This is an optimization exercise on Yosys and OpenROAD, whose aim is small area and a short achievable clock period, not a production implementation.
Only simulation tests tie the RTL to the original design; equivalence was not proved.
Power is estimated from default activity; no workload was simulated.

Design dram_addr_map, start of the top module:
module dram_addr_map (
    input  wire        clk,
    input  wire        rst,             
    input  wire [1:0]  cfg_bays,        
    input  wire [1:0]  cfg_first_quad,  
    input  wire [15:0] cfg_chan_mask,   
    input  wire [9:0]  cfg_cap_gib,     
    input  wire [2:0]  cfg_log2_nr,     
    input  wire        in_valid,
    input  wire [42:0] in_pa,
    output reg         out_valid,
    output reg  [3:0]  out_bay,
    output reg  [15:0] out_set,
    output reg  [20:0] out_tag,
    output reg         out_edge,
    output reg  [1:0]  out_slot,
    output reg  [3:0]  out_chan,
    output reg  [32:0] out_line,
    output reg         out_sub,
    output reg  [10:0] out_col,
    output reg  [2:0]  out_bg,
    output reg  [1:0]  out_bank,
    output reg  [3:0]  out_rank,
    output reg  [19:0] out_row
);
==> flow/config.mk <==
export PLATFORM = sky130hd
export DESIGN_NAME = dram_addr_map
export DESIGN_NICKNAME = dram_addr_map
export VERILOG_FILES = /design/flow/design.v
export SDC_FILE = /design/flow/constraint.sdc
export NUM_CORES = 4
export LEC_CHECK = 0
export ABC_AREA = 1
export CAP_MARGIN = 20
export CORE_MARGIN = 2
export CORE_UTILIZATION = 40
export CTS_CLUSTER_DIAMETER = 100
export CTS_CLUSTER_SIZE = 27
export SLEW_MARGIN = 20
==> flow/constraint.sdc <==
create_clock -name core_clock -period 22.0 [get_ports {clk}]
set_input_delay 4.4000 -clock core_clock [delete_from_list [all_inputs] [get_ports {clk}]]
set_output_delay 4.4000 -clock core_clock [all_outputs]
set_load 0.01 [all_outputs]
standard.sh (not shown) runs the stock make flow with config.mk's settings and CLKGATE_MAP_FILE= SYNTH_SCRIPT=/design/flow/synth_recipe.tcl, a recipe that flattens the netlist after the stock synthesis.
==> flow/flow/run.sh <==
#!/bin/bash
# Standard layout (the standard.sh), with two changes made through the
# environment ORFS reads:
#  - plain buf_1 cells as the port buffers (buffer_ports otherwise picks a slow
#    delay buffer); every input and output port still gets one;
#  - timing repair aimed at a 16.5 ns setup margin on the design's clock,
#    i.e. the resizer works until paths fit in 22 - 16.5 ns. The SDC, the
#    clock period and all constraints are unchanged.
# All tool output goes to standard.log here and to ORFS's own logs under orfs/.
set -euo pipefail
export BUFFER_PORTS_ARGS="-buffer_cell sky130_fd_sc_hd__buf_1"
export SETUP_SLACK_MARGIN=16.5
bash standard.sh > standard.log 2>&1
The baseline went through all stages and came out clean.
Edit:
--- a/flow/design.v
+++ b/flow/design.v
@@ -235,35 +235,34 @@
         es[0] = lm0 ? (aa[0] ^ yy[0] ^ ~b1_sb) : hd[0];
         es[1] = lm2 ? hd[1] : (aa[1] ^ yy[1] ^ ga[0]);
         for (ei = 2; ei < 34; ei = ei + 1)
             es[ei] = aa[ei] ^ yy[ei] ^ ga[ei - 1];
     end
     wire [1:0]  cc = carry5(b1_pl, {9'd0, b1_ms2});
     wire        cp = cc[1];
     wire        cn = cc[0];
     reg  [36:5] z_hi;
-    reg  [36:5] v_ones, v_zeros;       
+    reg  [37:5] zc;                    
     integer     zi;
     always @(*) begin
-        v_ones[5]  = 1'b1;
-        v_zeros[5] = 1'b1;
-        for (zi = 6; zi < 37; zi = zi + 1) begin
-            v_ones[zi]  = v_ones[zi-1] & b1_v[zi-1];
-            v_zeros[zi] = v_zeros[zi-1] & ~b1_v[zi-1];
-        end
-        for (zi = 5; zi < 37; zi = zi + 1)
-            z_hi[zi] = b1_v[zi] ^ (cp & v_ones[zi]) ^ (cn & v_zeros[zi]);
+        zc[5] = cp | cn;
+        for (zi = 5; zi < 37; zi = zi + 1) begin
+            zc[zi+1] = zc[zi] & (b1_v[zi] ^ cn);
+            z_hi[zi] = b1_v[zi] ^ zc[zi];
+        end
     end
     wire [36:0] z = {z_hi, b1_pl + b1_ms2[4:0]};
     wire        n2 = c_nh[2];
     wire        n3 = c_nh[3];
     wire        n4 = c_nh[4];
-    wire [33:0] x34 = n3 ? es[33:0] : n4 ? z[35:2] : n2 ? z[34:1] : z[33:0];
+    wire        n1 = ~n2 & ~n3 & ~n4;
+    wire [33:0] x34 = ({34{n3}} & es[33:0]) | ({34{n4}} & z[35:2]) |
+                      ({34{n2}} & z[34:1]) | ({34{n1}} & z[33:0]);
     wire [32:0] x = x34[32:0];
     wire        in_edge = ge10(x34[33:24], c_cap);
     wire [1:0]  zmod = n3 ? hm : n4 ? z[1:0] : n2 ? {1'b0, z[0]} : 2'd0;
     wire [5:0] em = {zmod, mask};
     wire [1:0] cpos_z, cpos_0;
     assign cpos_z[0] = (em == 6'd2) | (em == 6'd6) | (em == 6'd8) | (em == 6'd10) | (em == 6'd14) | (em == 6'd19) | (em == 6'd23) | (em == 6'd25) | (em == 6'd26) | (em == 6'd27) | (em == 6'd28) | (em == 6'd31) | (em == 6'd43) | (em == 6'd45) | (em == 6'd46) | (em == 6'd63);
     assign cpos_z[1] = (em == 6'd4) | (em == 6'd8) | (em == 6'd12) | (em == 6'd21) | (em == 6'd22) | (em == 6'd25) | (em == 6'd26) | (em == 6'd28) | (em == 6'd29) | (em == 6'd30) | (em == 6'd39) | (em == 6'd43) | (em == 6'd45) | (em == 6'd46) | (em == 6'd47) | (em == 6'd63);
     assign cpos_0[0] = (mask == 4'd2) | (mask == 4'd6) | (mask == 4'd8) | (mask == 4'd10) | (mask == 4'd14);
     assign cpos_0[1] = (mask == 4'd4) | (mask == 4'd8) | (mask == 4'd12);
Hold slack is better by 4.9 ps.
Global-route usage came out higher by 0.94 points.
Die area came out lower by about 1.4%.
Worst setup slack is better by 24 ps.
Sequential share of layout area came out lower by 0.22 points.
Register-to-register slack is worse by 170 ps.
Core utilization came out higher by 1.3 points.
Routed wire length came out higher by 5.0%.
Cell count came out lower by 1.3%.
Maximum frequency came out higher by 0.44%.
Area after synthesis came out lower by about 1.4%.
Design area came out higher by about 0.8%.
Clock-buffer cell count does not change.

---

Another version of the RTL of dram_addr_map (not shown whole).
For scale: about 15000 um2 of cells after synthesis.
==> flow/design.v (excerpt) <==
module dram_addr_map (
    input  wire        clk,
    input  wire        rst,             
    input  wire [1:0]  cfg_bays,        
    input  wire [1:0]  cfg_first_quad,  
    input  wire [15:0] cfg_chan_mask,   
    input  wire [9:0]  cfg_cap_gib,     
    input  wire [2:0]  cfg_log2_nr,     
    input  wire        in_valid,
    input  wire [42:0] in_pa,
    output reg         out_valid,
    output reg  [3:0]  out_bay,
    output reg  [15:0] out_set,
    output reg  [20:0] out_tag,
    output reg         out_edge,
    output reg  [1:0]  out_slot,
    output reg  [3:0]  out_chan,
    output reg  [32:0] out_line,
    output reg         out_sub,
    output reg  [10:0] out_col,
    output reg  [2:0]  out_bg,
    output reg  [1:0]  out_bank,
    output reg  [3:0]  out_rank,
    output reg  [19:0] out_row
);
clock: 22.0 ns
lec_check: 0
abc_area: 1
cap_margin: 20
core_margin: 2
core_utilization: 40
cts_cluster_diameter: 100
cts_cluster_size: 27
slew_margin: 20
Scripts as last shown in full above: flow/flow/run.sh
Change:
--- a/flow/design.v
+++ b/flow/design.v
@@ -92,24 +92,25 @@
     reg [1:0]  q0;
     reg        hi0;
     reg        c_lm0, c_lm1, c_lm2;    
     reg [1:0]  c_fq;
     reg [9:0]  c_cap;
     reg [2:0]  c_lg;
     reg [4:1]  c_nh;     
     wire [3:0] fmask = cfg_chan_mask[4*cfg_first_quad +: 4];
     always @(posedge clk) begin
         if (rst) v0 <= 1'b0;
         else     v0 <= in_valid;
-        pp0    <= cfg_bays[1] ? in_pa[42:6] :
-                  (cfg_bays[0] ? {1'b0, in_pa[42:7]} : {2'b00, in_pa[42:8]});
+        pp0    <= ({37{cfg_bays[1]}} & in_pa[42:6]) |
+                  ({37{cfg_bays == 2'd1}} & {1'b0, in_pa[42:7]}) |
+                  ({37{cfg_bays == 2'd0}} & {2'b00, in_pa[42:8]});
         q0     <= in_pa[7:6] ^ in_pa[15:14] ^ in_pa[23:22] ^ in_pa[31:30] ^ in_pa[39:38];
         hi0    <= |in_pa[42:32];
         c_lm0  <= (cfg_bays == 2'd0);
         c_lm1  <= (cfg_bays == 2'd1);
         c_lm2  <= cfg_bays[1];           
         c_fq   <= cfg_first_quad;
         c_cap  <= cfg_cap_gib;
         c_lg   <= cfg_log2_nr;
         c_nh[1] <= (fmask == 4'd1) | (fmask == 4'd2) | (fmask == 4'd4) | (fmask == 4'd8);
         c_nh[2] <= (fmask == 4'd3) | (fmask == 4'd5) | (fmask == 4'd6) | (fmask == 4'd9) |
                    (fmask == 4'd10) | (fmask == 4'd12);
@@ -252,42 +253,42 @@
         end
         for (zi = 5; zi < 37; zi = zi + 1)
             z_hi[zi] = b1_v[zi] ^ (cp & v_ones[zi]) ^ (cn & v_zeros[zi]);
     end
     wire [36:0] z = {z_hi, b1_pl + b1_ms2[4:0]};
     wire        n2 = c_nh[2];
     wire        n3 = c_nh[3];
     wire        n4 = c_nh[4];
     wire        n1 = ~n2 & ~n3 & ~n4;
     wire [33:0] x34 = ({34{n3}} & es[33:0]) | ({34{n4}} & z[35:2]) |
                       ({34{n2}} & z[34:1]) | ({34{n1}} & z[33:0]);
-    wire [32:0] x = {x34[32:2], in_edge ? z[1:0] : x34[1:0]};
+    wire [32:0] x = x34[32:0];
     wire        in_edge = ge10(x34[33:24], c_cap);
-    wire [1:0]  zmod = n3 ? hm : n4 ? z[1:0] : n2 ? {1'b0, z[0]} : 2'd0;
+    wire [1:0]  zmod = ({2{n3}} & hm) | ({2{n4}} & z[1:0]) | {1'b0, n2 & z[0]};
     wire [5:0] em = {zmod, mask};
     wire [1:0] cpos_z, cpos_0;
     assign cpos_z[0] = (em == 6'd2) | (em == 6'd6) | (em == 6'd8) | (em == 6'd10) | (em == 6'd14) | (em == 6'd19) | (em == 6'd23) | (em == 6'd25) | (em == 6'd26) | (em == 6'd27) | (em == 6'd28) | (em == 6'd31) | (em == 6'd43) | (em == 6'd45) | (em == 6'd46) | (em == 6'd63);
     assign cpos_z[1] = (em == 6'd4) | (em == 6'd8) | (em == 6'd12) | (em == 6'd21) | (em == 6'd22) | (em == 6'd25) | (em == 6'd26) | (em == 6'd28) | (em == 6'd29) | (em == 6'd30) | (em == 6'd39) | (em == 6'd43) | (em == 6'd45) | (em == 6'd46) | (em == 6'd47) | (em == 6'd63);
     assign cpos_0[0] = (mask == 4'd2) | (mask == 4'd6) | (mask == 4'd8) | (mask == 4'd10) | (mask == 4'd14);
     assign cpos_0[1] = (mask == 4'd4) | (mask == 4'd8) | (mask == 4'd12);
     wire [1:0] cpos = in_edge ? cpos_0 : cpos_z;
     wire [19:0] xh   = x[32:13];
     wire [19:0] row  = xh >> c_lg;
     wire [19:0] rank = xh & ~(20'hFFFFF << c_lg);
     always @(posedge clk) begin
         if (rst) out_valid <= 1'b0;
         else     out_valid <= v1;
         out_bay  <= bay;
         out_set  <= b1_st[15:0];
         out_tag  <= {1'b0, b1_st[35:16]};
         out_edge <= in_edge;
-        out_slot <= in_edge ? z[1:0] : x34[1:0];
+        out_slot <= z[1:0];
         out_chan <= {quad, cpos};
         out_line <= x;
         out_sub  <= x[0];
         out_col  <= {x[10:6], x[2:1], 4'b0000};
         out_bg   <= x[5:3] ^ row[2:0];
         out_bank <= x[12:11] ^ row[4:3];
         out_rank <= rank[3:0];
         out_row  <= row;
     end
 endmodule
Effect: The new run passed the timing, DRC and antenna checks; synthesized area came out higher by 2.2%; design area came out higher by 0.79%; combinational power came out lower by 5.0%; clock skew came out higher by 0.013 ns; routed wire length came out higher by 4.4%; global-route usage came out higher by 1.0 points; first-iteration DRC count came out higher by 35%; hold slack is about the same; non-clock buffer count came out lower by 11.

[port drivers added, routing unchanged]
No port has a modelled driver above. Below, the same layouts with a new extraction and two added sets of constraints. Step 1, drivers: a clkbuf_16 drives clk and a buf_2 each remaining input, both assumed. Step 2 also shifts input and output timing later by t, the mid clock arrival at the registers, as if the neighbouring blocks saw the same clock. a / b / c = ideal ports / drivers / drivers and shift; a / b = the first two.
| run | shift t [ns] | setup slack, ns | worst setup path at the end |
|---|---|---|---|
| the first run of note 1 | 0.551 | 16.540 / 16.491 / 16.167 | input to register |
| the second run of note 1 | 0.550 | 16.563 / 16.515 / 16.091 | input to register |
| the first run of note 2 | 0.552 | 16.538 / 16.488 / 16.215 | input to register |
| the second run of note 2 | 0.572 | 16.544 / 16.496 / 16.056 | input to register |
After both steps every run listed still meets setup and hold. For the second run of note 2, which loses most, drivers alone change the setup slack by -0.048 ns; drivers and shift together by -0.488 ns.
